Context: an optimization exercise on an open-source flow, tuned for small area, a short achievable clock period and few clock cycles per item. The choices shown serve that exercise and are no tape-out recipe. Where RTL was checked, it was by simulation tests only, not by an equivalence proof against the original. The RTL of runs 3 and 4 was laid out without a check of its function.

<file path="config.mk">
export PLATFORM = sky130hd
export DESIGN_NAME = cph_aes
export DESIGN_NICKNAME = cph_aes
export VERILOG_FILES = /design/flow/design.v
export SDC_FILE = /design/flow/constraint.sdc
export NUM_CORES = 8
export LEC_CHECK = 0
export CAP_MARGIN = 20
export CORE_MARGIN = 2
export CORE_UTILIZATION = 55
export PLACE_DENSITY = 0.65
export SETUP_SLACK_MARGIN = 4.7
export SLEW_MARGIN = 20
export SYNTH_HIERARCHICAL = 1
export SYNTH_MINIMUM_KEEP_SIZE = 0
</file>
<file path="constraint.sdc">
create_clock -name core_clock -period 8.0 [get_ports {clk}]
set_input_delay 1.6000 -clock core_clock [delete_from_list [all_inputs] [get_ports {clk}]]
set_output_delay 1.6000 -clock core_clock [all_outputs]
set_load 0.01 [all_outputs]
</file>
<file path="design.v">
module g_xor2  (input wire a, input wire b, output wire y); assign y = a ^ b;    endmodule
module g_xnor2 (input wire a, input wire b, output wire y); assign y = ~(a ^ b); endmodule
module g_nand2 (input wire a, input wire b, output wire y); assign y = ~(a & b); endmodule
module g_nor2  (input wire a, input wire b, output wire y); assign y = ~(a | b); endmodule
module g_mux2i (input wire a, input wire b, input wire s, output wire y); assign y = ~(s ? b : a); endmodule
module c_a211oi (input wire A1, input wire A2, input wire B1, input wire C1, output wire Y); assign Y = ~((A1 & A2) | B1 | C1); endmodule
module c_a21oi (input wire A1, input wire A2, input wire B1, output wire Y); assign Y = ~((A1 & A2) | B1); endmodule
module c_a22o (input wire A1, input wire A2, input wire B1, input wire B2, output wire X); assign X = (A1 & A2) | (B1 & B2); endmodule
module c_a31oi (input wire A1, input wire A2, input wire A3, input wire B1, output wire Y); assign Y = ~((A1 & A2 & A3) | B1); endmodule
module c_a32oi (input wire A1, input wire A2, input wire A3, input wire B1, input wire B2, output wire Y); assign Y = ~((A1 & A2 & A3) | (B1 & B2)); endmodule
module c_and3 (input wire A, input wire B, input wire C, output wire X); assign X = A & B & C; endmodule
module c_clkinv (input wire A, output wire Y); assign Y = ~A; endmodule
module c_nand2 (input wire A, input wire B, output wire Y); assign Y = ~(A & B); endmodule
module c_nand2b (input wire A_N, input wire B, output wire Y); assign Y = ~(~A_N & B); endmodule
module c_nor2 (input wire A, input wire B, output wire Y); assign Y = ~(A | B); endmodule
module c_nor2b (input wire A, input wire B_N, output wire Y); assign Y = ~(A | ~B_N); endmodule
module c_o211ai (input wire A1, input wire A2, input wire B1, input wire C1, output wire Y); assign Y = ~((A1 | A2) & B1 & C1); endmodule
module c_o21ai (input wire A1, input wire A2, input wire B1, output wire Y); assign Y = ~((A1 | A2) & B1); endmodule
module c_o32ai (input wire A1, input wire A2, input wire A3, input wire B1, input wire B2, output wire Y); assign Y = ~((A1 | A2 | A3) & (B1 | B2)); endmodule
module c_xor2 (input wire A, input wire B, output wire X); assign X = A ^ B; endmodule
module aes_ginv(d, m);
  input [3:0] d;
  wire [3:0] d;
  output [8:0] m;
  wire [8:0] m;
  wire _00_;
  wire _01_;
  wire _02_;
  wire _03_;
  wire _04_;
  wire _05_;
  wire _06_;
  wire _07_;
  wire _08_;
  wire _09_;
  wire _10_;
  wire _11_;
  wire _12_;
  wire _13_;
  wire _14_;
  wire _15_;
  c_clkinv _16_ (
    .A(d[3]),
    .Y(_00_)
  );
  c_nand2 _17_ (
    .A(d[0]),
    .B(d[2]),
    .Y(_01_)
  );
  c_nor2 _18_ (
    .A(d[1]),
    .B(_01_),
    .Y(_02_)
  );
  c_nand2b _19_ (
    .A_N(d[0]),
    .B(d[1]),
    .Y(_03_)
  );
  c_nand2b _20_ (
    .A_N(d[3]),
    .B(d[1]),
    .Y(_04_)
  );
  c_xor2 _21_ (
    .A(d[1]),
    .B(d[0]),
    .X(_05_)
  );
  c_o211ai _22_ (
    .A1(d[1]),
    .A2(_01_),
    .B1(_03_),
    .C1(_04_),
    .Y(m[7])
  );
  c_and3 _23_ (
    .A(d[1]),
    .B(d[2]),
    .C(d[3]),
    .X(_06_)
  );
  c_a21oi _24_ (
    .A1(_00_),
    .A2(_01_),
    .B1(_06_),
    .Y(m[6])
  );
  c_nand2b _25_ (
    .A_N(d[1]),
    .B(d[3]),
    .Y(_07_)
  );
  c_nand2 _26_ (
    .A(d[0]),
    .B(_07_),
    .Y(_08_)
  );
  c_nand2 _27_ (
    .A(d[2]),
    .B(_04_),
    .Y(_09_)
  );
  c_xor2 _28_ (
    .A(_08_),
    .B(_09_),
    .X(m[5])
  );
  c_nor2b _29_ (
    .A(d[0]),
    .B_N(d[2]),
    .Y(_10_)
  );
  c_nor2 _30_ (
    .A(d[2]),
    .B(_05_),
    .Y(_11_)
  );
  c_o32ai _31_ (
    .A1(d[3]),
    .A2(_02_),
    .A3(_11_),
    .B1(_10_),
    .B2(_07_),
    .Y(m[4])
  );
  c_a21oi _32_ (
    .A1(d[1]),
    .A2(d[2]),
    .B1(d[0]),
    .Y(_12_)
  );
  c_xor2 _33_ (
    .A(_04_),
    .B(_12_),
    .X(m[3])
  );
  c_o21ai _34_ (
    .A1(d[0]),
    .A2(_00_),
    .B1(d[1]),
    .Y(_13_)
  );
  c_a211oi _35_ (
    .A1(d[1]),
    .A2(d[3]),
    .B1(d[2]),
    .C1(d[0]),
    .Y(_14_)
  );
  c_a21oi _36_ (
    .A1(d[2]),
    .A2(_13_),
    .B1(_14_),
    .Y(m[2])
  );
  c_a22o _37_ (
    .A1(d[2]),
    .A2(_07_),
    .B1(_11_),
    .B2(d[3]),
    .X(m[1])
  );
  c_nand2 _38_ (
    .A(d[2]),
    .B(d[3]),
    .Y(_15_)
  );
  c_a31oi _39_ (
    .A1(d[0]),
    .A2(_07_),
    .A3(_15_),
    .B1(_14_),
    .Y(m[0])
  );
  c_a32oi _40_ (
    .A1(_07_),
    .A2(_13_),
    .A3(_15_),
    .B1(d[2]),
    .B2(d[0]),
    .Y(m[8])
  );
endmodule
module aes_sbox_hi (
    input  wire [7:0]  a,
    output wire [17:0] m
);
    wire U0 = a[7], U1 = a[6], U2 = a[5], U3 = a[4], U4 = a[3], U5 = a[2], U6 = a[1], U7 = a[0];
    wire T1, T2, T3, T4, T5, T6, T7, T8, T9, T10, T11, T12, T13, T14, T15, T16, T17, T18, T19, T20, T21, T22, T23, T24, T25, T26, T27, M1, M2, M3, M4, M5, M6, M7, M8, M9, M10, M11, M12, M13, M14, M15, M16, M17, M18, M19, M20, M21, M22, M23, M37, M38, M39, M40, M41, M42, M43, M44, M45;
    g_xor2 u0 (.a(U0), .b(U3), .y(T1));
    g_xor2 u1 (.a(U0), .b(U5), .y(T2));
    g_xor2 u2 (.a(U0), .b(U6), .y(T3));
    g_xor2 u3 (.a(U3), .b(U5), .y(T4));
    g_xor2 u4 (.a(U4), .b(U6), .y(T5));
    g_xor2 u5 (.a(T1), .b(T5), .y(T6));
    g_xor2 u6 (.a(U1), .b(U2), .y(T7));
    g_xor2 u7 (.a(U7), .b(T6), .y(T8));
    g_xor2 u8 (.a(U7), .b(T7), .y(T9));
    g_xor2 u9 (.a(T6), .b(T7), .y(T10));
    g_xor2 u10 (.a(U1), .b(U5), .y(T11));
    g_xor2 u11 (.a(U2), .b(U5), .y(T12));
    g_xor2 u12 (.a(T3), .b(T4), .y(T13));
    g_xor2 u13 (.a(T6), .b(T11), .y(T14));
    g_xor2 u14 (.a(T5), .b(T11), .y(T15));
    g_xor2 u15 (.a(T5), .b(T12), .y(T16));
    g_xor2 u16 (.a(T9), .b(T16), .y(T17));
    g_xor2 u17 (.a(U3), .b(U7), .y(T18));
    g_xor2 u18 (.a(T7), .b(T18), .y(T19));
    g_xor2 u19 (.a(T1), .b(T19), .y(T20));
    g_xor2 u20 (.a(U6), .b(U7), .y(T21));
    g_xor2 u21 (.a(T7), .b(T21), .y(T22));
    g_xor2 u22 (.a(T2), .b(T22), .y(T23));
    g_xor2 u23 (.a(T2), .b(T10), .y(T24));
    g_xor2 u24 (.a(T20), .b(T17), .y(T25));
    g_xor2 u25 (.a(T3), .b(T16), .y(T26));
    g_xor2 u26 (.a(T1), .b(T12), .y(T27));
    g_nand2 u27 (.a(T13), .b(T6), .y(M1));
    g_nand2 u28 (.a(T23), .b(T8), .y(M2));
    g_xnor2 u29 (.a(T14), .b(M1), .y(M3));
    g_nand2 u30 (.a(T19), .b(U7), .y(M4));
    g_xor2 u31 (.a(M4), .b(M1), .y(M5));
    g_nand2 u32 (.a(T3), .b(T16), .y(M6));
    g_nand2 u33 (.a(T22), .b(T9), .y(M7));
    g_xnor2 u34 (.a(T26), .b(M6), .y(M8));
    g_nand2 u35 (.a(T20), .b(T17), .y(M9));
    g_xor2 u36 (.a(M9), .b(M6), .y(M10));
    g_nand2 u37 (.a(T1), .b(T15), .y(M11));
    g_nand2 u38 (.a(T4), .b(T27), .y(M12));
    g_xor2 u39 (.a(M12), .b(M11), .y(M13));
    g_nand2 u40 (.a(T2), .b(T10), .y(M14));
    g_xor2 u41 (.a(M14), .b(M11), .y(M15));
    g_xnor2 u42 (.a(M3), .b(M2), .y(M16));
    g_xor2 u43 (.a(M5), .b(T24), .y(M17));
    g_xnor2 u44 (.a(M8), .b(M7), .y(M18));
    g_xor2 u45 (.a(M10), .b(M15), .y(M19));
    g_xor2 u46 (.a(M16), .b(M13), .y(M20));
    g_xor2 u47 (.a(M17), .b(M15), .y(M21));
    g_xor2 u48 (.a(M18), .b(M13), .y(M22));
    g_xor2 u49 (.a(M19), .b(T25), .y(M23));
    aes_ginv u_inv (.d({M20, M21, M22, M23}), .m({M45, M44, M43, M42, M41, M40, M39, M38, M37}));
    g_nand2 u50 (.a(M44), .b(T6), .y(m[0]));
    g_nand2 u51 (.a(M40), .b(T8), .y(m[1]));
    g_nand2 u52 (.a(M39), .b(U7), .y(m[2]));
    g_nand2 u53 (.a(M43), .b(T16), .y(m[3]));
    g_nand2 u54 (.a(M38), .b(T9), .y(m[4]));
    g_nand2 u55 (.a(M37), .b(T17), .y(m[5]));
    g_nand2 u56 (.a(M42), .b(T15), .y(m[6]));
    g_nand2 u57 (.a(M45), .b(T27), .y(m[7]));
    g_nand2 u58 (.a(M41), .b(T10), .y(m[8]));
    g_nand2 u59 (.a(M44), .b(T13), .y(m[9]));
    g_nand2 u60 (.a(M40), .b(T23), .y(m[10]));
    g_nand2 u61 (.a(M39), .b(T19), .y(m[11]));
    g_nand2 u62 (.a(M43), .b(T3), .y(m[12]));
    g_nand2 u63 (.a(M38), .b(T22), .y(m[13]));
    g_nand2 u64 (.a(M37), .b(T20), .y(m[14]));
    g_nand2 u65 (.a(M42), .b(T1), .y(m[15]));
    g_nand2 u66 (.a(M45), .b(T4), .y(m[16]));
    g_nand2 u67 (.a(M41), .b(T2), .y(m[17]));
endmodule
module aes_sbox_lo (
    input  wire [17:0] m,
    output wire [7:0]  y
);
    wire M46 = m[0], M47 = m[1], M48 = m[2], M49 = m[3], M50 = m[4], M51 = m[5], M52 = m[6], M53 = m[7], M54 = m[8], M55 = m[9], M56 = m[10], M57 = m[11], M58 = m[12], M59 = m[13], M60 = m[14], M61 = m[15], M62 = m[16], M63 = m[17];
    wire L0, L1, L2, L3, L4, L5, L6, L7, L8, L9, L10, L11, L12, L13, L14, L15, L16, L17, L18, L19, L20, L21, L22, L23, L24, L25, L26, L27, L28, L29;
    g_xor2 u0 (.a(M61), .b(M62), .y(L0));
    g_xor2 u1 (.a(M50), .b(M56), .y(L1));
    g_xor2 u2 (.a(M46), .b(M48), .y(L2));
    g_xor2 u3 (.a(M47), .b(M55), .y(L3));
    g_xor2 u4 (.a(M54), .b(M58), .y(L4));
    g_xor2 u5 (.a(M49), .b(M61), .y(L5));
    g_xnor2 u6 (.a(M62), .b(L5), .y(L6));
    g_xnor2 u7 (.a(M46), .b(L3), .y(L7));
    g_xor2 u8 (.a(M51), .b(M59), .y(L8));
    g_xor2 u9 (.a(M52), .b(M53), .y(L9));
    g_xnor2 u10 (.a(M53), .b(L4), .y(L10));
    g_xnor2 u11 (.a(M60), .b(L2), .y(L11));
    g_xor2 u12 (.a(M48), .b(M51), .y(L12));
    g_xnor2 u13 (.a(M50), .b(L0), .y(L13));
    g_xor2 u14 (.a(M52), .b(M61), .y(L14));
    g_xnor2 u15 (.a(M55), .b(L1), .y(L15));
    g_xnor2 u16 (.a(M56), .b(L0), .y(L16));
    g_xnor2 u17 (.a(M57), .b(L1), .y(L17));
    g_xnor2 u18 (.a(M58), .b(L8), .y(L18));
    g_xnor2 u19 (.a(M63), .b(L4), .y(L19));
    g_xor2 u20 (.a(L0), .b(L1), .y(L20));
    g_xor2 u21 (.a(L1), .b(L7), .y(L21));
    g_xor2 u22 (.a(L3), .b(L12), .y(L22));
    g_xor2 u23 (.a(L18), .b(L2), .y(L23));
    g_xor2 u24 (.a(L15), .b(L9), .y(L24));
    g_xor2 u25 (.a(L6), .b(L10), .y(L25));
    g_xor2 u26 (.a(L7), .b(L9), .y(L26));
    g_xor2 u27 (.a(L8), .b(L10), .y(L27));
    g_xor2 u28 (.a(L11), .b(L14), .y(L28));
    g_xor2 u29 (.a(L11), .b(L17), .y(L29));
    g_xor2 u30 (.a(L6), .b(L24), .y(y[7]));
    g_xnor2 u31 (.a(L16), .b(L26), .y(y[6]));
    g_xnor2 u32 (.a(L19), .b(L28), .y(y[5]));
    g_xor2 u33 (.a(L6), .b(L21), .y(y[4]));
    g_xor2 u34 (.a(L20), .b(L22), .y(y[3]));
    g_xor2 u35 (.a(L25), .b(L29), .y(y[2]));
    g_xnor2 u36 (.a(L13), .b(L27), .y(y[1]));
    g_xnor2 u37 (.a(L6), .b(L23), .y(y[0]));
endmodule
module aes_mixcol (
    input  wire [31:0] c,      
    input  wire        en,
    output wire [31:0] g
);
    wire [7:0] s [0:3];
    assign s[0] = c[31:24]; assign s[1] = c[23:16]; assign s[2] = c[15:8]; assign s[3] = c[7:0];
    wire [7:0] p [0:3];        
    wire [7:0] x [0:3];        
    wire [7:0] t;              
    wire [7:0] u [0:3];        
    genvar i, b;
    generate
        for (i = 0; i < 4; i = i + 1) begin : g_col
            for (b = 0; b < 8; b = b + 1) begin : g_bit
                g_xor2 u_p (.a(s[i][b]), .b(s[(i+1)%4][b]), .y(p[i][b]));
                if (b == 1 || b == 3 || b == 4) begin : g_red
                    g_xor2 u_x (.a(p[i][b-1]), .b(p[i][7]), .y(x[i][b]));
                end else if (b == 0) begin : g_b0
                    assign x[i][0] = p[i][7];
                end else begin : g_sh
                    assign x[i][b] = p[i][b-1];
                end
                g_xor2  u_u (.a(t[b]), .b(x[i][b]), .y(u[i][b]));
                g_nand2 u_g (.a(en), .b(u[i][b]), .y(g[31 - 8*i - 7 + b]));
            end
        end
        for (b = 0; b < 8; b = b + 1) begin : g_t
            g_xor2 u_t (.a(p[0][b]), .b(p[2][b]), .y(t[b]));
        end
    endgenerate
endmodule
module cph_aes (
    input  wire         clk,
    input  wire         rst,          
    input  wire         in_valid,
    output wire         in_ready,
    input  wire [255:0] in_key,       
    input  wire [127:0] in_block,     
    output reg          out_valid,
    output wire [127:0] out_block     
);
    reg          s_busy;
    reg  [3:0]   s_round;             
    reg  [127:0] st;                  
    reg  [127:0] qa;                  
    reg  [127:0] qb;                  
    reg          p_busy;
    reg  [3:0]   p_round;             
    reg  [287:0] pm;                  
    reg  [127:0] ra, rb;              
    reg  [71:0] rm;                  
    reg          rdy, ld_n;
    reg  [127:0] res;                 
    wire load = !ld_n;
    assign in_ready  = rdy;
    assign out_block = res;
    genvar g;
    wire [287:0] pm_d;
    wire [71:0] rm_d;
    generate
        for (g = 0; g < 16; g = g + 1) begin : g_sbh
            aes_sbox_hi u_sb (.a(st[127 - 8*g -: 8]), .m(pm_d[287 - 18*g -: 18]));
        end
        for (g = 0; g < 4; g = g + 1) begin : g_ksbh
            aes_sbox_hi u_ksb (.a(qb[31 - 8*g -: 8]), .m(rm_d[71 - 18*g -: 18]));
        end
    endgenerate
    wire [127:0] sub;
    generate
        for (g = 0; g < 16; g = g + 1) begin : g_sbl
            aes_sbox_lo u_sb (.m(pm[287 - 18*g -: 18]), .y(sub[127 - 8*g -: 8]));
        end
    endgenerate
    wire [127:0] shf;
    generate
        for (g = 0; g < 16; g = g + 1) begin : g_sr
            assign shf[127 - 8*g -: 8] = sub[127 - 8*((g + 4*(g % 4)) % 16) -: 8];
        end
    endgenerate
    wire p_last = (p_round == 4'd14);
    wire mc_en  = ld_n;
    wire [127:0] mg;           
    generate
        for (g = 0; g < 4; g = g + 1) begin : g_mc
            aes_mixcol u_mc (.c(shf[127 - 32*g -: 32]), .en(mc_en), .g(mg[127 - 32*g -: 32]));
        end
    endgenerate
    wire [127:0] xr, rk_n, rnd_out;
    generate
        for (g = 0; g < 128; g = g + 1) begin : g_ark
            wire ik, xs_n;
            g_xor2  u_r (.a(shf[g]), .b(rb[g]), .y(xr[g]));
            g_xor2  u_i (.a(in_block[g]), .b(in_key[128 + g]), .y(ik));
            g_mux2i u_s (.a(xr[g]), .b(ik), .s(load), .y(xs_n));
            g_xor2  u_m (.a(xs_n), .b(mg[g]), .y(rnd_out[g]));
            g_mux2i u_k (.a(rb[g]), .b(in_key[128 + g]), .s(load), .y(rk_n[g]));
        end
    endgenerate
    wire [31:0] ksub;
    generate
        for (g = 0; g < 4; g = g + 1) begin : g_ksbl
            aes_sbox_lo u_ksb (.m(rm[71 - 18*g -: 18]), .y(ksub[31 - 8*g -: 8]));
        end
    endgenerate
    reg [7:0] rcon;
    always @(*) begin
        case (p_round[3:1])
            3'd0:    rcon = 8'h01;
            3'd1:    rcon = 8'h02;
            3'd2:    rcon = 8'h04;
            3'd3:    rcon = 8'h08;
            3'd4:    rcon = 8'h10;
            3'd5:    rcon = 8'h20;
            3'd6:    rcon = 8'h40;
            default: rcon = 8'h80;
        endcase
    end
    wire [31:0] t = p_round[0] ? ({ksub[23:0], ksub[31:24]} ^ {rcon, 24'h0}) : ksub;
    wire [31:0] b0 = ra[127:96], b1 = ra[95:64], b2 = ra[63:32], b3 = ra[31:0];
    wire [31:0] c1, c2, c3, n0, n1, n2, n3;
    generate
        for (g = 0; g < 32; g = g + 1) begin : g_ks
            g_xor2  u_p1 (.a(b0[g]), .b(b1[g]), .y(c1[g]));     
            g_xor2  u_p2 (.a(c1[g]), .b(b2[g]), .y(c2[g]));     
            g_xor2  u_p3 (.a(c2[g]), .b(b3[g]), .y(c3[g]));     
            g_xnor2 u_n0 (.a(b0[g]), .b(t[g]),  .y(n0[g]));
            g_xor2  u_n1 (.a(c1[g]), .b(t[g]),  .y(n1[g]));
            g_xnor2 u_n2 (.a(c2[g]), .b(t[g]),  .y(n2[g]));
            g_xor2  u_n3 (.a(c3[g]), .b(t[g]),  .y(n3[g]));
        end
    endgenerate
    always @(posedge clk) begin
        if (rst) begin
            s_busy    <= 1'b0;
            p_busy    <= 1'b0;
            out_valid <= 1'b0;
            rdy       <= 1'b1;
            ld_n      <= 1'b0;
            s_round   <= 4'd1;
            p_round   <= 4'd1;
        end else begin
            p_busy    <= s_busy;
            p_round   <= s_round;
            out_valid <= p_busy && p_last;
            rdy       <= !s_busy || (s_round == 4'd14);
            ld_n      <= s_busy && (s_round != 4'd14);
            if (load) begin
                s_busy  <= in_valid;
                s_round <= 4'd1;
            end else begin
                s_busy  <= 1'b1;
                s_round <= p_round + 4'd1;
            end
        end
    end
    always @(posedge clk) begin
        pm <= pm_d;
        ra <= qa;
        rb <= qb;
        rm <= rm_d;
        st <= rnd_out;
        qa <= rk_n;
        res <= xr;
        qb <= load ? in_key[127:0] : {n0, n1, n2, n3};
    end
endmodule
</file>
<file path="flow/run.sh">
#!/bin/bash
# The standard layout, except that the port buffers are plain
# sky130_fd_sc_hd__buf_1 cells rather than the delay cells buffer_ports picks.
set -euo pipefail
bash standard.sh "BUFFER_PORTS_ARGS=-buffer_cell sky130_fd_sc_hd__buf_1" finish > standard_flow.log 2>&1
</file>
<file path="standard.sh">
#!/bin/bash
# synth_recipe.tcl (not shown) runs the flow's synth.tcl, then flattens the netlist and writes it again
# the make line also repeats each setting of config.mk as NAME=value (left out here)
make -C /OpenROAD-flow-scripts/flow DESIGN_CONFIG=/design/flow/config.mk WORK_HOME=/design/flow/orfs CLKGATE_MAP_FILE= SYNTH_SCRIPT=/design/flow/synth_recipe.tcl "${@:-finish}"
</file>
==> results.cfg, run 1 <==
[global_route]
antenna_found_initial = 7
grt.total_usage_pct = 32.1
grt_overflow = 0
grt_first_pass_wirelength_mm = 248
grt_max_degree = 94
grt_pass1_vias = 37600

[min_path]
hold_class = reg2reg
min_path_cells = 0

[cells_and_area]
fill_cells = 8179
nets = 6431
drive_above_1_share_pct = 15.7
area_growth_pct = 20.5
multi_input_area_um2 = 36400
seq_area_um2 = 22900

[clock_tree]
ctsHtreeMaxLevel = 3
cts_tree = built
clockBufferDepth = 3
clock-root-buffer = clkbuf_16
clk_latency_ns = 0.71
numCtsBuffers = 114
cts.clk_slew.worst_paths_ns = 0.06
cts.sinks = 1141
cts_hold_buf = 0

[timing]
slew_headroom_pct = 29.8
timing.final.crit_share_pct = 41.0
fin_crit_ns = 3.28
setup-violations-final = 0
skew_ns = 0.0290
timing.final.max_slew_violations = 0
hold_violations = 0
tns_ns = 0
max_freq_ghz = 0.305
tightestPinTransition_ns = 1.05
rsz0062_at_grt = true

[floorplan]
num_rows = 117
die_x_um = 325
die_area_um2 = 105000
die_h_um = 325
ioPinCount = 517
start_util_pct = 55.4
core_area_um2 = 102000

[setup_path]
reg2reg_depth = 8
end_kind = flip-flop
start_kind = flip-flop
cp.arrival_ns = 3.86
criticalPathCategory = reg2reg
worstPathMaxFanout = 4
cp.required_ns = 8.58

[placed_design]
io_buffers = 516
dpl.hpwl_mm = 141
gp_congestion = 0.958

[synthesis]
yosysSeqAreaShare_pct = 40.4
synth-seq-cells = 1141
yosys_warnings = 8
synth_area_leaders = dfxtp_1, xor2_1, xnor2_1
syn_area_um2 = 56500
synth-main-ff-cell = dfxtp_1
ys_types = 38
yosys.area.top_type = dfxtp_1
synth_top_area_share_pct = 40.4
synth_edf_count = 0
postSynthCellCount = 5320
syn_avg_cell_area_um2 = 10.6
synth.net_count = 5709
async_flop_share_pct = 0

[drt]
first_pass_iters = 5
via_count = 37900
routed_wl_mm = 175
ant_nets = 0
vias_per_cell = 5.04
drt_iter0_drc = 2355
detail_route.wl_per_cell_um = 23.4
remaining_drc_errors = 0

[job]
maxCapViolCount = 0

[outcome]
status = no timing/DRC/antenna violations
## modules after synthesis, one instance, submodules excluded, excerpt
module	flops+latches	times used	cell area [um2]
c_clkinv	0	20	3.75
c_a32oi	0	20	8.76
c_o21ai	0	20	5.00
c_and3	0	20	6.26
g_xnor2	0	424	8.76
c_nand2	0	80	3.75
g_mux2i	0	256	10.0
## through the flow
stage / area [um2] / cells / util (%) / hold WS (ns) / setup slack, ns
after CTS: 65900 / 7460 / 64.7 / 0.323 / 4.58
after global routing: 68100 / 7505 / 66.8 / 0.327 / 4.65
after detailed placement: 60100 / 7216 / 59.0 / 0.312 / 4.07
final: 68100 / 7507 / 66.8 / 0.314 / 4.72
after floorplan: 56500 / 5320 / - / 0.310 / 1.03
after global placement: 60100 / 7216 / 59.0 / 0.310 / 4.04
## cell usage in the layout, fill, tap and decap left out, drive strengths merged, types with 21 or more instances in the layout
| cell | synthesis | final |
|---|---|---|
| xor2 | 2165 | 2165 |
| nand2b | 61 | 61 |
| bufinv | 0 | 21 |
| a21oi | 68 | 68 |
| xnor2 | 429 | 429 |
| inv | 23 | 25 |
| dfxtp | 1141 | 1141 |
| mux2i | 256 | 256 |
| nor2b | 24 | 24 |
| mux2 | 152 | 152 |
| clkinv | 0 | 22 |
| nand2 | 748 | 748 |
| buf | 22 | 629 |
| clkbuf | 1 | 156 |
| nor2 | 54 | 54 |
## routing by layer
layer / GRT usage, % / vias up / wire, um
met4: 12.2 / 0 / 7700
met1: 42.9 / 18400 / 77500
met2: 53.1 / 1078 / 82600
met5: 0 / - / 0
met3: 3.74 / 252 / 7650
li1: - / 18200 / -
## worst max-delay path, cell delays in order (launching register included)
cell and delay (ns):
dfxtp_1 0.35, xor2_1 0.18, xnor2_1 0.47, xor2_1 0.21, xor2_1 0.63, xnor2_1 0.20
a21oi_2 0.61, xor2_1 0.21, mux2_4 0.29
## cell usage after synthesis, types with 23 or more instances
cell / instances
nand2b_1: 61
xnor2_1: 429
nand2_1: 748
a21oi_2: 60
mux2_2: 54
mux2i_1: 256
nor2_1: 54
inv_1: 23
dfxtp_1: 1141
xor2_1: 2165
mux2_4: 98
## registers in the layout (all words and copies together), names as in the netlist, 72 cells and up
signal and cells:
rm 72, qb 128, ra 128, pm 288, st 128, rb 128
qa 128, res 128
## path summary, 6_finish.rpt
path,startpoint,endpoint,slack (ns)
setup / recovery,rm[51]$_DFF_P_,qb[90]$_DFF_P_,4.72
hold / removal,qa[64]$_DFF_P_,ra[64]$_DFF_P_,0.31
setup reg to reg,rm[51]$_DFF_P_,qb[90]$_DFF_P_,4.72
hold reg to reg,qa[64]$_DFF_P_,ra[64]$_DFF_P_,0.31
## logic make-up after synthesis
logic type,share of synthesized area [%]
xor+xnor,40.2
buf+inv,0.653
mux,8.22
compound gates,3.48
fa+ha+maj,0.0443
simple gates,6.96
flops,40.4
## timing repair
| item | in CTS | in global routing |
|---|---|---|
| endpoints found under the setup margin | 463 | 420 |
| pin swaps | 13 | 17 |
| resized for setup | 178 | 244 |
| buffers inserted | 36 | 42 |
## cell type report
cell class	instances	area share, %
sequential	1141	33.6
timing repair buffer	629	4.15
clock buffer	156	4.82
inverter	23	0.132
clock inverter	52	1.23
tap	1368	2.51
antenna	5	0.0184
multi-input combinational	4133	53.5
Testbench counts, summed over its fixed seeds: cycles 45,408, items 3,238.
==> run 2: changes to the inputs <==
--- a/config.mk
+++ b/config.mk
@@ -8,6 +8,8 @@
 export CAP_MARGIN = 20
 export CORE_MARGIN = 2
 export CORE_UTILIZATION = 55
+export CTS_CLUSTER_DIAMETER = 100
+export CTS_CLUSTER_SIZE = 20
 export PLACE_DENSITY = 0.65
 export SETUP_SLACK_MARGIN = 4.7
 export SLEW_MARGIN = 20
==> run 2 against run 1 <==
Net effect:
- still clean
- first-iteration DRC count rose by 2.5%
- area after synthesis did not move
- core utilization fell by 2.3 points
- critical path type unchanged
- highest routed layer unchanged
==> results.cfg, run 2 <==
[outcome]
status = no timing/DRC/antenna violations

[cells_and_area]
top_register = pm
largest_reg_flops = 288
fill_cells = 8433
area_growth_pct = 16.4
fin_cells = 7375
layout_common_cells = xor2_1, dfxtp_1, nand2_1
final_util_pct = 64.5
drive_above_1_share_pct = 14.2
fin_area_um2 = 65800
mostFrequentLayoutCell = xor2_1
nets = 6384

[synthesis]
syn_avg_cell_area_um2 = 10.6
synth-main-ff-cell = dfxtp_1
synth.net_count = 5709
async_flop_share_pct = 0
yosys.area.top_type = dfxtp_1
synth_edf_count = 0
syn_area_um2 = 56500
ys_types = 38
synth_top_area_share_pct = 40.4
yosysMostFrequentCell = xor2_1
yosys-top-cells-count = xor2_1, dfxtp_1, nand2_1
yosys_warnings = 8
synth-seq-cells = 1141
postSynthCellCount = 5320
yosysSeqAreaShare_pct = 40.4
synth_area_leaders = dfxtp_1, xor2_1, xnor2_1

[setup_path]
max_stage_delay_ns = 0.78
reg2reg_depth = 8
crit_path_start = rm[48]$_DFF_P_
endpoint = qb[25]$_DFF_P_
r2r-start = rm[48]$_DFF_P_
slowest_stage = xnor2_1
worstPathMaxFanout = 4
criticalPathCategory = reg2reg
cp.arrival_ns = 3.86
end_kind = flip-flop
start_kind = flip-flop
cp.required_ns = 8.55
path_cells = xor2_1 -> xnor2_1 -> xor2_1 -> xnor2_1 -> xnor2_1 -> a21oi_2 -> xor2_1 -> mux2_2
timing.reg2reg.setup_slack_ns = 4.69
r2r_end = qb[25]$_DFF_P_

[floorplan]
start_util_pct = 55.4
die_h_um = 325
num_rows = 117
die_area_um2 = 105000
core_area_um2 = 102000
die_x_um = 325
ioPinCount = 517

[placed_design]
dpl.hpwl_mm = 141
io_buffers = 516
place_ws_ns = 4.07
place_area_um2 = 60100
gp_congestion = 0.958
place_inst = 7216

[timing]
hold_violations = 0
max_freq_ghz = 0.302
timing.final.max_slew_violations = 0
fin_crit_ns = 3.31
timing.final.crit_share_pct = 41.4
hold_slack_ns = 0.320
slew_headroom_pct = 24.2
tightestPinTransition_ns = 1.13
setup-violations-final = 0
skew_ns = 0.0279
worst_slack_ns = 4.69
rsz0062_at_grt = false
tns_ns = 0

[drt]
detail_route.wl_per_cell_um = 23.6
first_pass_iters = 7
drt_iter0_drc = 2414
vias_per_cell = 5.05
ant_nets = 0
remaining_drc_errors = 0
routed_wl_mm = 174
via_count = 37200

[min_path]
min_path_cells = 0
hold_class = reg2reg

[global_route]
grt_overflow = 0
grt_first_pass_wirelength_mm = 246
grt_max_degree = 94
grt_pass1_vias = 37000
grt.total_usage_pct = 31.8
antenna_found_initial = 7

[clock_tree]
cts.sinks = 1141
clock-root-buffer = clkbuf_16
cts_tree = built
cts.clk_slew.worst_paths_ns = 0.09
numCtsBuffers = 67
clk_latency_ns = 0.67
ctsHtreeMaxLevel = 3
clockBufferDepth = 3

[job]
maxCapViolCount = 0
run 2: cell counts after synthesis:
Identical to the previous run, type by type.
run 2: timing repair:
action	in CTS	in global routing
setup buffers	28	50
pin swaps	12	22
hold buffers	0	0
endpoints found under the setup margin	466	416
gates resized for setup	186	244
run 2: layer usage:
| metal | global-route usage, % | wire [um] | vias up |
|---|---|---|---|
| li1 | - | - | 18000 |
| met1 | 42.9 | 77300 | 18100 |
| met2 | 52.7 | 81600 | 932 |
| met3 | 3.31 | 7050 | 235 |
| met4 | 12.1 | 7990 | 0 |
| met5 | 0 | 0 | - |
run 2: how the worst min path moves through the flow:
stage                   start        endpoint  slack [ns]
2_1_floorplan   qa[0]$_DFF_P_   ra[0]$_DFF_P_        0.31
3_5_place_dp   qa[70]$_DFF_P_  ra[70]$_DFF_P_        0.31
3_3_place_gp   qa[47]$_DFF_P_  ra[47]$_DFF_P_        0.31
6_report        qa[5]$_DFF_P_   ra[5]$_DFF_P_        0.32
5_1_grt         qa[3]$_DFF_P_   ra[3]$_DFF_P_        0.33
4_1_cts         qa[3]$_DFF_P_   ra[3]$_DFF_P_        0.32
run 2: kinds of logic after synthesis:
family	count (synthesis)	synth area share, %
compound gates	208	3.48
xor+xnor	2594	40.2
fa+ha+maj	2	0.0443
buf+inv	46	0.653
flops	1141	40.4
mux	408	8.22
simple gates	921	6.96
run 2: layout make-up:
cell class,count,area [um2],area share (%)
multi-input combinational,4133,36400,55.4
inverter,23,90.1,0.137
antenna,5,12.5,0.0190
clock inverter,4,41.3,0.0628
timing repair buffer,629,2830,4.30
tap,1368,1710,2.60
clock buffer,72,1750,2.66
sequential,1141,22900,34.8
run 2: critical path: cells and delay by family (launching register included):
kind / cells / cell delay, ns
AOI/OAI and AO/OA: 1 / 0.61
xor gates and xnor gates: 6 / 1.90
DFF: 1 / 0.37
muxes: 1 / 0.33
run 2: Yosys stat by module (local to each module, per instance), a selection:
module / cell area [um2] / flops+latches / times used / cells inside
c_a21oi: 8.76 / 0 / 60 / 1
c_a31oi: 6.26 / 0 / 20 / 1
c_a32oi: 8.76 / 0 / 20 / 1
c_nand2b: 6.26 / 0 / 60 / 1
c_o21ai: 5.00 / 0 / 20 / 1
g_mux2i: 10.0 / 0 / 256 / 1
g_xor2: 8.76 / 0 / 2100 / 1
==> run 3: changes to the inputs <==
--- a/design.v
+++ b/design.v
@@ -422,18 +422,31 @@
             default: rcon = 8'h80;
         endcase
     end
-    wire [31:0] t = p_round[0] ? ({ksub[23:0], ksub[31:24]} ^ {rcon, 24'h0}) : ksub;
+    wire [31:0] t  = p_round[0] ? {ksub[23:0], ksub[31:24]} : ksub;
+    wire [31:0] rc = {p_round[0] ? rcon : 8'h00, 24'h0};
     wire [31:0] b0 = ra[127:96], b1 = ra[95:64], b2 = ra[63:32], b3 = ra[31:0];
     wire [31:0] c1, c2, c3, n0, n1, n2, n3;
     generate
         for (g = 0; g < 32; g = g + 1) begin : g_ks
+            wire e0, e1, e2, e3;
             g_xor2  u_p1 (.a(b0[g]), .b(b1[g]), .y(c1[g]));     
             g_xor2  u_p2 (.a(c1[g]), .b(b2[g]), .y(c2[g]));     
             g_xor2  u_p3 (.a(c2[g]), .b(b3[g]), .y(c3[g]));     
-            g_xnor2 u_n0 (.a(b0[g]), .b(t[g]),  .y(n0[g]));
-            g_xor2  u_n1 (.a(c1[g]), .b(t[g]),  .y(n1[g]));
-            g_xnor2 u_n2 (.a(c2[g]), .b(t[g]),  .y(n2[g]));
-            g_xor2  u_n3 (.a(c3[g]), .b(t[g]),  .y(n3[g]));
+            if (g >= 24) begin : g_rc
+                g_xor2 u_r0 (.a(b0[g]), .b(rc[g]), .y(e0));
+                g_xor2 u_r1 (.a(c1[g]), .b(rc[g]), .y(e1));
+                g_xor2 u_r2 (.a(c2[g]), .b(rc[g]), .y(e2));
+                g_xor2 u_r3 (.a(c3[g]), .b(rc[g]), .y(e3));
+            end else begin : g_norc
+                assign e0 = b0[g];
+                assign e1 = c1[g];
+                assign e2 = c2[g];
+                assign e3 = c3[g];
+            end
+            g_xnor2 u_n0 (.a(e0), .b(t[g]), .y(n0[g]));
+            g_xor2  u_n1 (.a(e1), .b(t[g]), .y(n1[g]));
+            g_xnor2 u_n2 (.a(e2), .b(t[g]), .y(n2[g]));
+            g_xor2  u_n3 (.a(e3), .b(t[g]), .y(n3[g]));
         end
     endgenerate
     always @(posedge clk) begin
==> run 3 against run 2 <==
Net effect:
- sequential share of layout area down 0.13 points
- core utilization up 0.40 points
- setup slack better by 0.046 ns
- final cell count up 0.42%
- critical path type unchanged
- synthesized cell count up 0.36%
==> results.cfg, run 3 <==
[clock_tree]
clockBufferDepth = 3
clk_latency_ns = 0.67
numCtsBuffers = 67
cts.sinks = 1141
clock-root-buffer = clkbuf_16
cts.clk_slew.worst_paths_ns = 0.09
cts_tree = built
ctsHtreeMaxLevel = 3

[timing]
timing.final.max_slew_violations = 0
timing.final.crit_share_pct = 40.8
hold_slack_ns = 0.315
hold_violations = 0
tns_ns = 0
setup-violations-final = 0
tightestPinTransition_ns = 1.11
max_freq_ghz = 0.306
slew_headroom_pct = 24.1
fin_crit_ns = 3.27
worst_slack_ns = 4.73
rsz0062_at_grt = true
skew_ns = 0.0245

[synthesis]
synth-simple-area-share_pct = 6.95
yosys.area.top_type = dfxtp_1
syn_avg_cell_area_um2 = 10.5
synth_top_family_by_area = XOR/XNOR gates
yosysSeqAreaShare_pct = 40.6
syn_area_um2 = 56200
synth_fa_ha_area_share_pct = 0.0445
synth_area_leaders = dfxtp_1, xor2_1, xnor2_1
synth_top_area_share_pct = 40.6
ys_types = 33
yosys-top-cells-count = xor2_1, dfxtp_1, nand2_1
synth_xor_area_share_pct = 40.8
synthMuxAreaShare_pct = 7.78
postSynthCellCount = 5339
synth-seq-cells = 1141
synth_compound_area_share_pct = 3.43
yosysMostFrequentCell = xor2_1
yosys_warnings = 8
synth.net_count = 5728
async_flop_share_pct = 0
synth-main-ff-cell = dfxtp_1
synth_edf_count = 0

[setup_path]
cp.required_ns = 8.50
criticalPathCategory = reg2reg
cp.arrival_ns = 3.77
end_kind = flip-flop
worstPathMaxFanout = 4
start_kind = flip-flop

[floorplan]
ioPinCount = 517
num_rows = 117
core_area_um2 = 102000
die_area_um2 = 105000
start_util_pct = 55.3
die_x_um = 324
die_h_um = 324

[global_route]
grt_max_degree = 142
grt_overflow = 0
antenna_found_initial = 7
grt.total_usage_pct = 32.1
grt_first_pass_wirelength_mm = 243
grt_pass1_vias = 37100

[drt]
vias_per_cell = 5.06
via_count = 37500
detail_route.wl_per_cell_um = 23.5
routed_wl_mm = 174
ant_nets = 0
remaining_drc_errors = 0
first_pass_iters = 6
drt_iter0_drc = 2784

[placed_design]
place_area_um2 = 60100
gp_congestion = 0.984
dpl.hpwl_mm = 139
io_buffers = 516
place_ws_ns = 4.08

[cells_and_area]
area_growth_pct = 17.4
largest_reg_flops = 288
nets = 6417
layout_common_cells = xor2_1, dfxtp_1, nand2_1
drive_above_1_share_pct = 14.6
top_register = pm
mostFrequentLayoutCell = xor2_1
fin_area_um2 = 66000

[outcome]
status = no timing/DRC/antenna violations

[min_path]
hold_class = reg2reg

[job]
maxCapViolCount = 0
-- run 3: worst paths after layout --
| kind | cells after the start | start | slack [ns] | end |
|---|---|---|---|---|
| setup reg to reg | 9 | pm[261]$_DFF_P_ | 4.73 | st[4]$_DFF_P_ |
| hold / removal | 0 | qb[36]$_DFF_P_ | 0.31 | rb[36]$_DFF_P_ |
| hold reg to reg | 0 | qb[36]$_DFF_P_ | 0.31 | rb[36]$_DFF_P_ |
| setup / recovery | 9 | pm[261]$_DFF_P_ | 4.73 | st[4]$_DFF_P_ |
-- run 3: final cells by class --
class,instances,area [um2]
multi-input cells,4156,36500
clock buffers,74,1810
inverters,22,86.3
fillers,8422,35600
clock inverters,2,25.0
flip-flops and latches,1141,22900
repair buffers,640,2930
diodes,3,7.51
well taps,1368,1710
-- run 3: logic make-up (layout without fill, tap and decap cells) --
kind of cell / after synthesis / after routing
xor+xnor: 2617 / 2617
flops: 1141 / 1141
simple gates: 920 / 920
mux: 417 / 417
compound gates: 200 / 200
buf+inv: 42 / 738
fa+ha+maj: 2 / 2
other cells: 0 / 3
-- run 3: critical path, stage by stage (launching register included) --
cell and delay (ns):
dfxtp_1 0.40, xor2_1 0.35, xnor2_1 0.27, xor2_2 0.30, xor2_4 0.39, xor2_1 0.34
xor2_2 0.35, xor2_1 0.17, nand2_1 0.08, xor2_1 0.45
-- run 3: per-module statistics from Yosys (local to each module, per instance), a selection --
module / area (um2) / cells inside
c_o21ai: 5.00 / 1
c_a31oi: 6.26 / 1
c_and3: 6.26 / 1
c_a211oi: 12.5 / 1
c_a22o: 8.76 / 1
c_xor2: 8.76 / 1
g_xor2: 8.76 / 1
c_nand2: 3.75 / 1
c_o32ai: 16.3 / 1
c_o211ai: 12.5 / 1
g_nand2: 3.75 / 1
c_a21oi: 8.76 / 1
c_a32oi: 8.76 / 1
-- run 3: what timing repair did --
| item | CTS | global route |
|---|---|---|
| setup endpoints to repair | 410 | 383 |
| gates resized for setup | 183 | 260 |
| setup buffers | 33 | 46 |
| pin swaps | 9 | 19 |
| hold buffers | 0 | 0 |
-- run 3: layer usage --
metal / GRT usage (%) / wire length [um] / vias to the layer above
met5: 0 / 0 / -
met4: 12.6 / 7550 / 0
met3: 4.44 / 9400 / 253
met2: 51.5 / 80000 / 1157
met1: 43.7 / 76800 / 18100
li1: - / - / 18000
-- run 3: metrics by stage --
stage / instances / util [%]
final: 7406 / 64.9
after CTS: 7357 / 62.6
after detailed placement: 7248 / 59.2
after global placement: 7248 / 59.2
after global routing: 7404 / 64.9
after floorplan: 5339 / -
==> run 4: changes to the inputs <==
--- a/config.mk
+++ b/config.mk
@@ -11,7 +11,7 @@
 export CTS_CLUSTER_DIAMETER = 100
 export CTS_CLUSTER_SIZE = 20
 export PLACE_DENSITY = 0.65
-export SETUP_SLACK_MARGIN = 4.7
+export SETUP_SLACK_MARGIN = 4.8
 export SLEW_MARGIN = 20
 export SYNTH_HIERARCHICAL = 1
 export SYNTH_MINIMUM_KEEP_SIZE = 0
==> run 4 against run 3 <==
Net effect:
- non-clock buffer count increased by 70
- first-iteration DRC count decreased by 3.9%
- die area unchanged
- maximum frequency increased by 2.2%
- global-route usage increased by 0.36 points
- cell area increased by 2.5%
- critical path depth decreased by 1
- highest routed layer is now met5
==> results.cfg, run 4 <==
[outcome]
status = no timing/DRC/antenna violations

[synthesis]
postSynthCellCount = 5339
synth_top_family_by_area = XOR/XNOR gates
synth.net_count = 5728
async_flop_share_pct = 0
synth_top_area_share_pct = 40.6
yosysSeqAreaShare_pct = 40.6
syn_avg_cell_area_um2 = 10.5
yosys-top-cells-count = xor2_1, dfxtp_1, nand2_1
synth_edf_count = 0
yosys_warnings = 8
ys_types = 33
yosysMostFrequentCell = xor2_1
synth-seq-cells = 1141
synth_compound_area_share_pct = 3.43
synth-main-ff-cell = dfxtp_1
synth_fa_ha_area_share_pct = 0.0445
yosys.area.top_type = dfxtp_1
syn_area_um2 = 56200
synth_xor_area_share_pct = 40.8
synth_area_leaders = dfxtp_1, xor2_1, xnor2_1
synth-simple-area-share_pct = 6.95
synthMuxAreaShare_pct = 7.78

[floorplan]
ioPinCount = 517
die_x_um = 324
num_rows = 117
core_area_um2 = 102000
die_h_um = 324
start_util_pct = 55.3
die_area_um2 = 105000

[min_path]
hold_class = reg2reg
min_path_cells = 0

[drt]
via_count = 38300
first_pass_iters = 7
remaining_drc_errors = 0
drt_iter0_drc = 2675
ant_nets = 0
vias_per_cell = 5.12
detail_route.wl_per_cell_um = 23.6
routed_wl_mm = 176

[clock_tree]
numCtsBuffers = 67
cts.sinks = 1141
ctsHtreeMaxLevel = 3
clk_latency_ns = 0.66
clockBufferDepth = 3
clock-root-buffer = clkbuf_16
cts_hold_buf = 0
cts.clk_slew.worst_paths_ns = 0.09
cts_tree = built

[timing]
timing.final.max_slew_violations = 0
rsz0062_at_grt = true
worst_slack_ns = 4.80
tns_ns = 0
hold_violations = 0
setup-violations-final = 0
fin_crit_ns = 3.20
tightestPinTransition_ns = 1.03
slew_headroom_pct = 31.6
skew_ns = 0.0215
max_freq_ghz = 0.313
timing.final.crit_share_pct = 40.0

[cells_and_area]
drive_above_1_share_pct = 17.6
largest_reg_flops = 288
layout_common_cells = xor2_1, dfxtp_1, nand2_1
top_register = pm
mostFrequentLayoutCell = xor2_1
area_growth_pct = 20.2
nets = 6488

[setup_path]
cp.arrival_ns = 3.73
criticalPathCategory = reg2reg
end_kind = flip-flop
cp.required_ns = 8.53
start_kind = flip-flop
worstPathMaxFanout = 4
reg2reg_depth = 8

[global_route]
grt_first_pass_wirelength_mm = 246
grt.total_usage_pct = 32.5
grt_pass1_vias = 37400
grt_overflow = 0
grt_max_degree = 127
antenna_found_initial = 8

[placed_design]
io_buffers = 516
dpl.hpwl_mm = 140
gp_congestion = 1.00
place_ws_ns = 4.09

[job]
maxCapViolCount = 0
## run 4: changes by cell type in the layout (fill, tap and decap cells not counted), sizes merged
cell      change
buf          +70
clkinvlp      +3
clkbuf        -2
clkinv        +2
diode         +1
inv           -1
## run 4: layout make-up
class                           instances  area [um2]
Fill cell                            8332       34000
Timing Repair Buffer                  710        3450
Clock inverter                          5        37.5
Timing Repair inverter                  1        5.00
Clock buffer                           72        1780
Sequential cell                      1141       22900
Inverter                               22        86.3
Antenna cell                            4        10.0
Multi-Input combinational cell       4156       37600
Tap cell                             1368        1710
## run 4: metal layers
layer	global-route usage (%)	vias up	wire length (um)
met5	0	-	20
met4	12.1	2	6850
li1	-	18100	-
met2	52.7	1178	82500
met3	3.96	246	9230
met1	44.3	18700	77800
## run 4: modules after synthesis, one instance, submodules excluded, a selection
module	times used	flip-flops and latches	cells inside	area [um2]
c_nand2b	60	0	1	6.26
c_a211oi	20	0	1	12.5
c_o211ai	20	0	1	12.5
g_xor2	2132	0	1	8.76
c_nand2	80	0	1	3.75
g_mux2i	256	0	1	10.0
c_xor2	60	0	1	8.76
c_a22o	20	0	1	8.76
c_a32oi	20	0	1	8.76
c_nor2b	20	0	1	13.8
c_and3	20	0	1	6.26
cph_aes	1	1141	1359	25000
c_o32ai	20	0	1	16.3
c_a31oi	20	0	1	6.26
## run 4: metrics by stage
stage / hold slack, ns / cell area (um2) / cells / util (%)
3_3_place_gp: 0.310 / 60100 / 7246 / 59.2
6_report: 0.326 / 67600 / 7479 / 66.5
3_5_place_dp: 0.312 / 60100 / 7246 / 59.2
5_1_grt: 0.332 / 67600 / 7476 / 66.5
2_1_floorplan: 0.310 / 56300 / 5339 / -
4_1_cts: 0.327 / 64400 / 7375 / 63.4
## run 4: final timing paths
check / end / start / slack (ns)
setup / recovery: st[75]$_DFF_P_ / pm[33]$_DFF_P_ / 4.80
hold / removal: rb[71]$_DFF_P_ / qb[71]$_DFF_P_ / 0.33
setup reg to reg: st[75]$_DFF_P_ / pm[33]$_DFF_P_ / 4.80
hold reg to reg: rb[71]$_DFF_P_ / qb[71]$_DFF_P_ / 0.33
## run 4: timing repair
| item | in CTS | in global routing |
|---|---|---|
| pin swaps | 27 | 54 |
| gates cloned | 1 | 0 |
| buffers inserted | 51 | 100 |
| endpoints found under the setup margin | 451 | 401 |
| gates resized for setup | 273 | 322 |
## run 4: cells by family (layout without fill, tap and decap cells)
family / after synthesis / count (layout)
flip-flops: 1141 / 1141
buffers and inverters: 42 / 810
AO/OA/AOI/OAI: 200 / 200
multiplexers: 417 / 417
XOR/XNOR: 2617 / 2617
adder cells (fa/ha/maj): 2 / 2
AND/OR/NAND/NOR: 920 / 920
other: 0 / 4
## run 4: worst max-delay path: stages (launching register included)
cell and delay, ns:
dfxtp_1 0.40, xor2_1 0.36, xor2_1 0.38, xor2_4 0.43, xor2_1 0.36, xor2_2 0.38, xor2_1 0.22, nand2_1 0.27
xor2_1 0.26
==> run 5: changes to the inputs <==
--- a/design.v
+++ b/design.v
@@ -3,20 +3,17 @@
 module g_nand2 (input wire a, input wire b, output wire y); assign y = ~(a & b); endmodule
 module g_nor2  (input wire a, input wire b, output wire y); assign y = ~(a | b); endmodule
 module g_mux2i (input wire a, input wire b, input wire s, output wire y); assign y = ~(s ? b : a); endmodule
-module c_a211oi (input wire A1, input wire A2, input wire B1, input wire C1, output wire Y); assign Y = ~((A1 & A2) | B1 | C1); endmodule
-module c_a21oi (input wire A1, input wire A2, input wire B1, output wire Y); assign Y = ~((A1 & A2) | B1); endmodule
+module c_a21o (input wire A1, input wire A2, input wire B1, output wire X); assign X = (A1 & A2) | B1; endmodule
 module c_a22o (input wire A1, input wire A2, input wire B1, input wire B2, output wire X); assign X = (A1 & A2) | (B1 & B2); endmodule
-module c_a31oi (input wire A1, input wire A2, input wire A3, input wire B1, output wire Y); assign Y = ~((A1 & A2 & A3) | B1); endmodule
 module c_a32oi (input wire A1, input wire A2, input wire A3, input wire B1, input wire B2, output wire Y); assign Y = ~((A1 & A2 & A3) | (B1 & B2)); endmodule
-module c_and3 (input wire A, input wire B, input wire C, output wire X); assign X = A & B & C; endmodule
 module c_clkinv (input wire A, output wire Y); assign Y = ~A; endmodule
 module c_nand2 (input wire A, input wire B, output wire Y); assign Y = ~(A & B); endmodule
-module c_nand2b (input wire A_N, input wire B, output wire Y); assign Y = ~(~A_N & B); endmodule
 module c_nor2 (input wire A, input wire B, output wire Y); assign Y = ~(A | B); endmodule
-module c_nor2b (input wire A, input wire B_N, output wire Y); assign Y = ~(A | ~B_N); endmodule
-module c_o211ai (input wire A1, input wire A2, input wire B1, input wire C1, output wire Y); assign Y = ~((A1 | A2) & B1 & C1); endmodule
+module c_o21a (input wire A1, input wire A2, input wire B1, output wire X); assign X = (A1 | A2) & B1; endmodule
 module c_o21ai (input wire A1, input wire A2, input wire B1, output wire Y); assign Y = ~((A1 | A2) & B1); endmodule
-module c_o32ai (input wire A1, input wire A2, input wire A3, input wire B1, input wire B2, output wire Y); assign Y = ~((A1 | A2 | A3) & (B1 | B2)); endmodule
+module c_o22ai (input wire A1, input wire A2, input wire B1, input wire B2, output wire Y); assign Y = ~((A1 | A2) & (B1 | B2)); endmodule
+module c_or2b (input wire A, input wire B_N, output wire X); assign X = A | ~B_N; endmodule
+module c_xnor2 (input wire A, input wire B, output wire Y); assign Y = ~(A ^ B); endmodule
 module c_xor2 (input wire A, input wire B, output wire X); assign X = A ^ B; endmodule
 module aes_ginv(d, m);
   input [3:0] d;
@@ -39,145 +36,170 @@
   wire _13_;
   wire _14_;
   wire _15_;
-  c_clkinv _16_ (
-    .A(d[3]),
+  wire _16_;
+  wire _17_;
+  wire _18_;
+  wire _19_;
+  wire _20_;
+  c_clkinv _21_ (
+    .A(d[0]),
     .Y(_00_)
   );
-  c_nand2 _17_ (
-    .A(d[0]),
-    .B(d[2]),
+  c_clkinv _22_ (
+    .A(d[2]),
     .Y(_01_)
   );
-  c_nor2 _18_ (
-    .A(d[1]),
-    .B(_01_),
+  c_clkinv _23_ (
+    .A(d[3]),
     .Y(_02_)
   );
-  c_nand2b _19_ (
-    .A_N(d[0]),
-    .B(d[1]),
+  c_nand2 _24_ (
+    .A(d[0]),
+    .B(d[2]),
     .Y(_03_)
   );
-  c_nand2b _20_ (
-    .A_N(d[3]),
-    .B(d[1]),
-    .Y(_04_)
+  c_or2b _25_ (
+    .A(d[3]),
+    .B_N(d[1]),
+    .X(_04_)
+  );
+  c_o21ai _26_ (
+    .A1(_00_),
+    .A2(_02_),
+    .B1(d[1]),
+    .Y(_05_)
   );
-  c_xor2 _21_ (
+  c_xor2 _27_ (
     .A(d[1]),
     .B(d[0]),
-    .X(_05_)
+    .X(_06_)
   );
-  c_o211ai _22_ (
+  c_o21ai _28_ (
     .A1(d[1]),
-    .A2(_01_),
-    .B1(_03_),
-    .C1(_04_),
+    .A2(_03_),
+    .B1(_05_),
     .Y(m[7])
   );
-  c_and3 _23_ (
+  c_nand2 _29_ (
     .A(d[1]),
     .B(d[2]),
-    .C(d[3]),
-    .X(_06_)
+    .Y(_07_)
   );
-  c_a21oi _24_ (
-    .A1(_00_),
-    .A2(_01_),
-    .B1(_06_),
+  c_nand2 _30_ (
+    .A(d[3]),
+    .B(_07_),
+    .Y(_08_)
+  );
+  c_o21ai _31_ (
+    .A1(d[3]),
+    .A2(_03_),
+    .B1(_08_),
     .Y(m[6])
   );
-  c_nand2b _25_ (
-    .A_N(d[1]),
-    .B(d[3]),
-    .Y(_07_)
+  c_or2b _32_ (
+    .A(d[1]),
+    .B_N(d[3]),
+    .X(_09_)
   );
-  c_nand2 _26_ (
+  c_nand2 _33_ (
     .A(d[0]),
-    .B(_07_),
-    .Y(_08_)
+    .B(_09_),
+    .Y(_10_)
   );
-  c_nand2 _27_ (
+  c_nand2 _34_ (
     .A(d[2]),
     .B(_04_),
-    .Y(_09_)
+    .Y(_11_)
   );
-  c_xor2 _28_ (
-    .A(_08_),
-    .B(_09_),
+  c_xor2 _35_ (
+    .A(_10_),
+    .B(_11_),
     .X(m[5])
   );
-  c_nor2b _29_ (
+  c_nor2 _36_ (
     .A(d[0]),
-    .B_N(d[2]),
-    .Y(_10_)
+    .B(_01_),
+    .Y(_12_)
   );
-  c_nor2 _30_ (
+  c_nor2 _37_ (
     .A(d[2]),
-    .B(_05_),
-    .Y(_11_)
+    .B(_06_),
+    .Y(_13_)
   );
-  c_o32ai _31_ (
-    .A1(d[3]),
-    .A2(_02_),
-    .A3(_11_),
-    .B1(_10_),
-    .B2(_07_),
+  c_o21ai _38_ (
+    .A1(d[1]),
+    .A2(_03_),
+    .B1(_02_),
+    .Y(_14_)
+  );
+  c_o22ai _39_ (
+    .A1(_09_),
+    .A2(_12_),
+    .B1(_13_),
+    .B2(_14_),
     .Y(m[4])
   );
-  c_a21oi _32_ (
-    .A1(d[1]),
-    .A2(d[2]),
-    .B1(d[0]),
-    .Y(_12_)
+  c_nand2 _40_ (
+    .A(_00_),
+    .B(_07_),
+    .Y(_15_)
   );
-  c_xor2 _33_ (
+  c_xnor2 _41_ (
     .A(_04_),
-    .B(_12_),
-    .X(m[3])
+    .B(_15_),
+    .Y(m[3])
   );
-  c_o21ai _34_ (
+  c_o21ai _42_ (
     .A1(d[0]),
-    .A2(_00_),
+    .A2(_02_),
     .B1(d[1]),
-    .Y(_13_)
+    .Y(_16_)
   );
-  c_a211oi _35_ (
+  c_a21o _43_ (
     .A1(d[1]),
     .A2(d[3]),
-    .B1(d[2]),
-    .C1(d[0]),
-    .Y(_14_)
+    .B1(d[0]),
+    .X(_17_)
   );
-  c_a21oi _36_ (
-    .A1(d[2]),
-    .A2(_13_),
-    .B1(_14_),
+  c_nand2 _44_ (
+    .A(_01_),
+    .B(_17_),
+    .Y(_18_)
+  );
+  c_o21ai _45_ (
+    .A1(_01_),
+    .A2(_16_),
+    .B1(_18_),
     .Y(m[2])
   );
-  c_a22o _37_ (
+  c_a22o _46_ (
     .A1(d[2]),
-    .A2(_07_),
-    .B1(_11_),
+    .A2(_09_),
+    .B1(_13_),
     .B2(d[3]),
     .X(m[1])
   );
-  c_nand2 _38_ (
+  c_nand2 _47_ (
     .A(d[2]),
     .B(d[3]),
-    .Y(_15_)
+    .Y(_19_)
   );
-  c_a31oi _39_ (
+  c_o21ai _48_ (
     .A1(d[0]),
-    .A2(_07_),
-    .A3(_15_),
-    .B1(_14_),
-    .Y(m[0])
-  );
-  c_a32oi _40_ (
-    .A1(_07_),
-    .A2(_13_),
-    .A3(_15_),
+    .A2(_01_),
+    .B1(_02_),
+    .Y(_20_)
+  );
+  c_o21a _49_ (
+    .A1(d[2]),
+    .A2(_06_),
+    .B1(_20_),
+    .X(m[0])
+  );
+  c_a32oi _50_ (
+    .A1(_09_),
+    .A2(_16_),
+    .A3(_19_),
     .B1(d[2]),
     .B2(d[0]),
     .Y(m[8])
@@ -422,7 +444,13 @@
             default: rcon = 8'h80;
         endcase
     end
-    wire [31:0] t  = p_round[0] ? {ksub[23:0], ksub[31:24]} : ksub;
+    wire [31:0] t_n;           
+    wire [31:0] ksub_rot = {ksub[23:0], ksub[31:24]};
+    generate
+        for (g = 0; g < 32; g = g + 1) begin : g_rot
+            g_mux2i u_r (.a(ksub[g]), .b(ksub_rot[g]), .s(p_round[0]), .y(t_n[g]));
+        end
+    endgenerate
     wire [31:0] rc = {p_round[0] ? rcon : 8'h00, 24'h0};
     wire [31:0] b0 = ra[127:96], b1 = ra[95:64], b2 = ra[63:32], b3 = ra[31:0];
     wire [31:0] c1, c2, c3, n0, n1, n2, n3;
@@ -443,10 +471,10 @@
                 assign e2 = c2[g];
                 assign e3 = c3[g];
             end
-            g_xnor2 u_n0 (.a(e0), .b(t[g]), .y(n0[g]));
-            g_xor2  u_n1 (.a(e1), .b(t[g]), .y(n1[g]));
-            g_xnor2 u_n2 (.a(e2), .b(t[g]), .y(n2[g]));
-            g_xor2  u_n3 (.a(e3), .b(t[g]), .y(n3[g]));
+            g_xor2  u_n0 (.a(e0), .b(t_n[g]), .y(n0[g]));
+            g_xnor2 u_n1 (.a(e1), .b(t_n[g]), .y(n1[g]));
+            g_xor2  u_n2 (.a(e2), .b(t_n[g]), .y(n2[g]));
+            g_xnor2 u_n3 (.a(e3), .b(t_n[g]), .y(n3[g]));
         end
     endgenerate
     always @(posedge clk) begin
--- a/config.mk
+++ b/config.mk
@@ -11,7 +11,7 @@
 export CTS_CLUSTER_DIAMETER = 100
 export CTS_CLUSTER_SIZE = 20
 export PLACE_DENSITY = 0.65
-export SETUP_SLACK_MARGIN = 4.8
+export SETUP_SLACK_MARGIN = 4.47
 export SLEW_MARGIN = 20
 export SYNTH_HIERARCHICAL = 1
 export SYNTH_MINIMUM_KEEP_SIZE = 0
==> run 5 against run 4 <==
Net effect:
- sequential share of layout area up 2.9 points
- critical path type unchanged
- die area decreased by 1.0%
- sequential cell count unchanged
- wire length is 1.0% lower
- critical path depth grew 1
- clock-buffer cell count decreased by 2
- worst hold slack worse by 0.011 ns
==> results.cfg, run 5 <==
[synthesis]
yosys.area.top_type = dfxtp_1
synth_edf_count = 0
yosys_warnings = 8
synth_area_leaders = dfxtp_1, xor2_1, xnor2_1
synth-main-ff-cell = dfxtp_1
yosysMostFrequentCell = xor2_1
syn_area_um2 = 55600
yosys-top-cells-count = xor2_1, dfxtp_1, nand2_1
yosysSeqAreaShare_pct = 41.1
syn_avg_cell_area_um2 = 10.2
synth-seq-cells = 1141
async_flop_share_pct = 0
postSynthCellCount = 5435
ys_types = 29
synth.net_count = 5824
synth_top_area_share_pct = 41.1

[clock_tree]
ctsHtreeMaxLevel = 3
cts_tree = built
cts.clk_slew.worst_paths_ns = 0.09
clk_latency_ns = 0.68
cts.sinks = 1141
clock-root-buffer = clkbuf_16
clockBufferDepth = 3
numCtsBuffers = 67

[floorplan]
ioPinCount = 517
num_rows = 116
die_area_um2 = 104000
core_area_um2 = 100000
die_x_um = 322
start_util_pct = 55.5
die_h_um = 322

[cells_and_area]
drive_above_1_share_pct = 6.22
layout_common_cells = xor2_1, dfxtp_1, nand2_1
top_register = pm
fill_cells = 8697
nets = 6455
mostFrequentLayoutCell = xor2_1
largest_reg_flops = 288
fin_area_um2 = 62200
area_growth_pct = 11.8

[global_route]
grt.total_usage_pct = 32.8
grt_use_met2_pct = 53.8
antenna_found_initial = 10
grt_pass1_vias = 36900
grt_max_degree = 121
met1_usage_pct = 44.6
grt_first_pass_wirelength_mm = 245
gr-max-usage-layer = met2
grtUsageMet3_pct = 3.50
grt_overflow = 0

[placed_design]
gp_congestion = 0.970
place_ws_ns = 4.15
dpl.hpwl_mm = 145
io_buffers = 516
place_area_um2 = 59500

[setup_path]
cp.required_ns = 8.55
crit_top_cell = xor2_1
worstPathMaxFanout = 4
end_kind = flip-flop
cp.arrival_ns = 4.09
start_kind = flip-flop
max_stage_delay_ns = 0.93
path_cells = xor2_1 -> xnor2_1 -> xor2_1 -> xnor2_1 -> xor2_1 -> xor2_1 -> xor2_1 -> nand2_1 -> xor2_1
criticalPathCategory = reg2reg
slowest_stage = xnor2_1

[timing]
fin_crit_ns = 3.54
setup-violations-final = 0
timing.final.crit_share_pct = 44.2
tns_ns = 0
hold_violations = 0
skew_ns = 0.0317
timing.final.max_slew_violations = 0
max_freq_ghz = 0.283
tightestPinTransition_ns = 1.16
slew_headroom_pct = 20.8
rsz0062_at_grt = true
worst_slack_ns = 4.46

[drt]
ant_nets = 0
remaining_drc_errors = 0
first_pass_iters = 5
drt_iter0_drc = 2727
vias_per_cell = 5.14
routed_wl_mm = 175
via_count = 37900
detail_route.wl_per_cell_um = 23.7

[min_path]
hold_class = reg2reg

[outcome]
status = no timing/DRC/antenna violations

[job]
maxCapViolCount = 0
[run 5: cell count changes in the layout (fill, tap and decap cells not counted), moves of 40 or more]
cell / change
dfxtp_2: -46
xnor2_1: +60
a21oi_2: -60
xor2_4: -97
nand2_1: +81
inv_1: +40
buf_4: -130
xor2_2: -210
xor2_1: +287
o21ai_1: +120
dfxtp_1: +46
[run 5: path summary, 6_finish.rpt]
kind	startpoint	endpoint	slack, ns	cells past startpoint
hold reg to reg	qa[40]$_DFF_P_	ra[40]$_DFF_P_	0.31	0
setup reg to reg	pm[239]$_DFF_P_	st[48]$_DFF_P_	4.46	9
setup / recovery	pm[239]$_DFF_P_	st[48]$_DFF_P_	4.46	9
hold / removal	qa[40]$_DFF_P_	ra[40]$_DFF_P_	0.31	0
[run 5: per-stage QoR]
step	hold WS [ns]	instances	utilization, %
3_3_place_gp	0.310	7286	59.4
4_1_cts	0.318	7365	61.4
6_report	0.315	7378	62.1
5_1_grt	0.314	7375	62.1
2_1_floorplan	0.310	5435	-
3_5_place_dp	0.312	7286	59.5
[run 5: kinds of logic after synthesis]
logic type,synth area share (%)
mux,7.79
simple gates,6.61
compound gates,2.65
xor+xnor,41.2
flops,41.1
fa+ha+maj,0.0450
buf+inv,0.634
[run 5: worst max-delay path, delay by kind of cell, from the launching register on]
family / cells / cell delay [ns]
XOR/XNOR: 8 / 2.93
flip-flops: 1 / 0.39
AND/OR/NAND/NOR: 1 / 0.11
[run 5: layer usage]
layer	up-vias	part of all wire [%]	wire length, um
li1	18300	-	-
met1	18200	45	78900
met2	1145	46	80600
met3	227	4.5	7930
met4	4	4.0	7070
met5	-	0.018	32
[run 5: final cells by class]
class | count | area (um2) | area share (%)
sequential | 1141 | 22900 | 36.8
tap | 1298 | 1620 | 2.61
clock buffer | 70 | 1710 | 2.75
inverter | 62 | 236 | 0.380
antenna | 4 | 10.0 | 0.0161
clock inverter | 9 | 111 | 0.179
multi-input combinational | 4216 | 33200 | 53.4
timing repair buffer | 578 | 2440 | 3.92
[run 5: Yosys stat by module, one instance, submodules excluded, a selection]
module	copies in the design	flops+latches	cells
cph_aes	1	1141	1323
g_mux2i	288	0	1
g_xor2	2132	0	1
c_a22o	20	0	1
g_xnor2	424	0	1
c_xor2	40	0	1
c_xnor2	20	0	1
c_a32oi	20	0	1
c_o21a	20	0	1
c_a21o	20	0	1
c_o22ai	20	0	1
c_nand2	160	0	1
c_clkinv	60	0	1
c_nor2	40	0	1
g_nand2	668	0	1
[run 5: what timing repair did]
| item | 4_1_cts | 5_1_grt |
|---|---|---|
| endpoints found under the setup margin | 90 | 362 |
| gates resized for setup | 24 | 78 |
| endpoints found under the hold margin | 0 | 0 |
| hold buffers | 0 | 0 |
| buffers inserted | 0 | 9 |
| pin swaps | 0 | 1 |
Testbench counts of run 5, summed over its fixed seeds: cycles 45,408, items 3,238.

## afterwards: timing with drivers on the ports
How much do the figures lean on ideal ports? The routed layouts below were timed once more, with nothing changed but the port constraints.
Step 1 assumes that a clkbuf_16 drives the clock port and a buf_2 every other input.
Step 2 also shifts input and output timing later by t, the mid clock arrival at the registers, as if the neighbouring blocks saw the same clock.
Three values: no drivers, after step 1, after step 2; two values: the first two.
run	t (ns)	setup slack, ns	worst hold slack (ns)	latest minus earliest clock arrival (ns)
run 1	0.772	4.724 / 4.724 / 4.724	0.314 / 0.314 / 0.314	0.030 / 0.029
run 2	0.724	4.687 / 4.687 / 4.687	0.320 / 0.320 / 0.320	0.028 / 0.028
run 3	0.730	4.733 / 4.733 / 4.733	0.315 / 0.315 / 0.315	0.026 / 0.025
run 4	0.723	4.803 / 4.803 / 4.803	0.326 / 0.326 / 0.326	0.021 / 0.022
run 5	0.738	4.462 / 4.462 / 4.462	0.315 / 0.315 / 0.315	0.032 / 0.032
After both steps setup and hold are still met in every run listed.
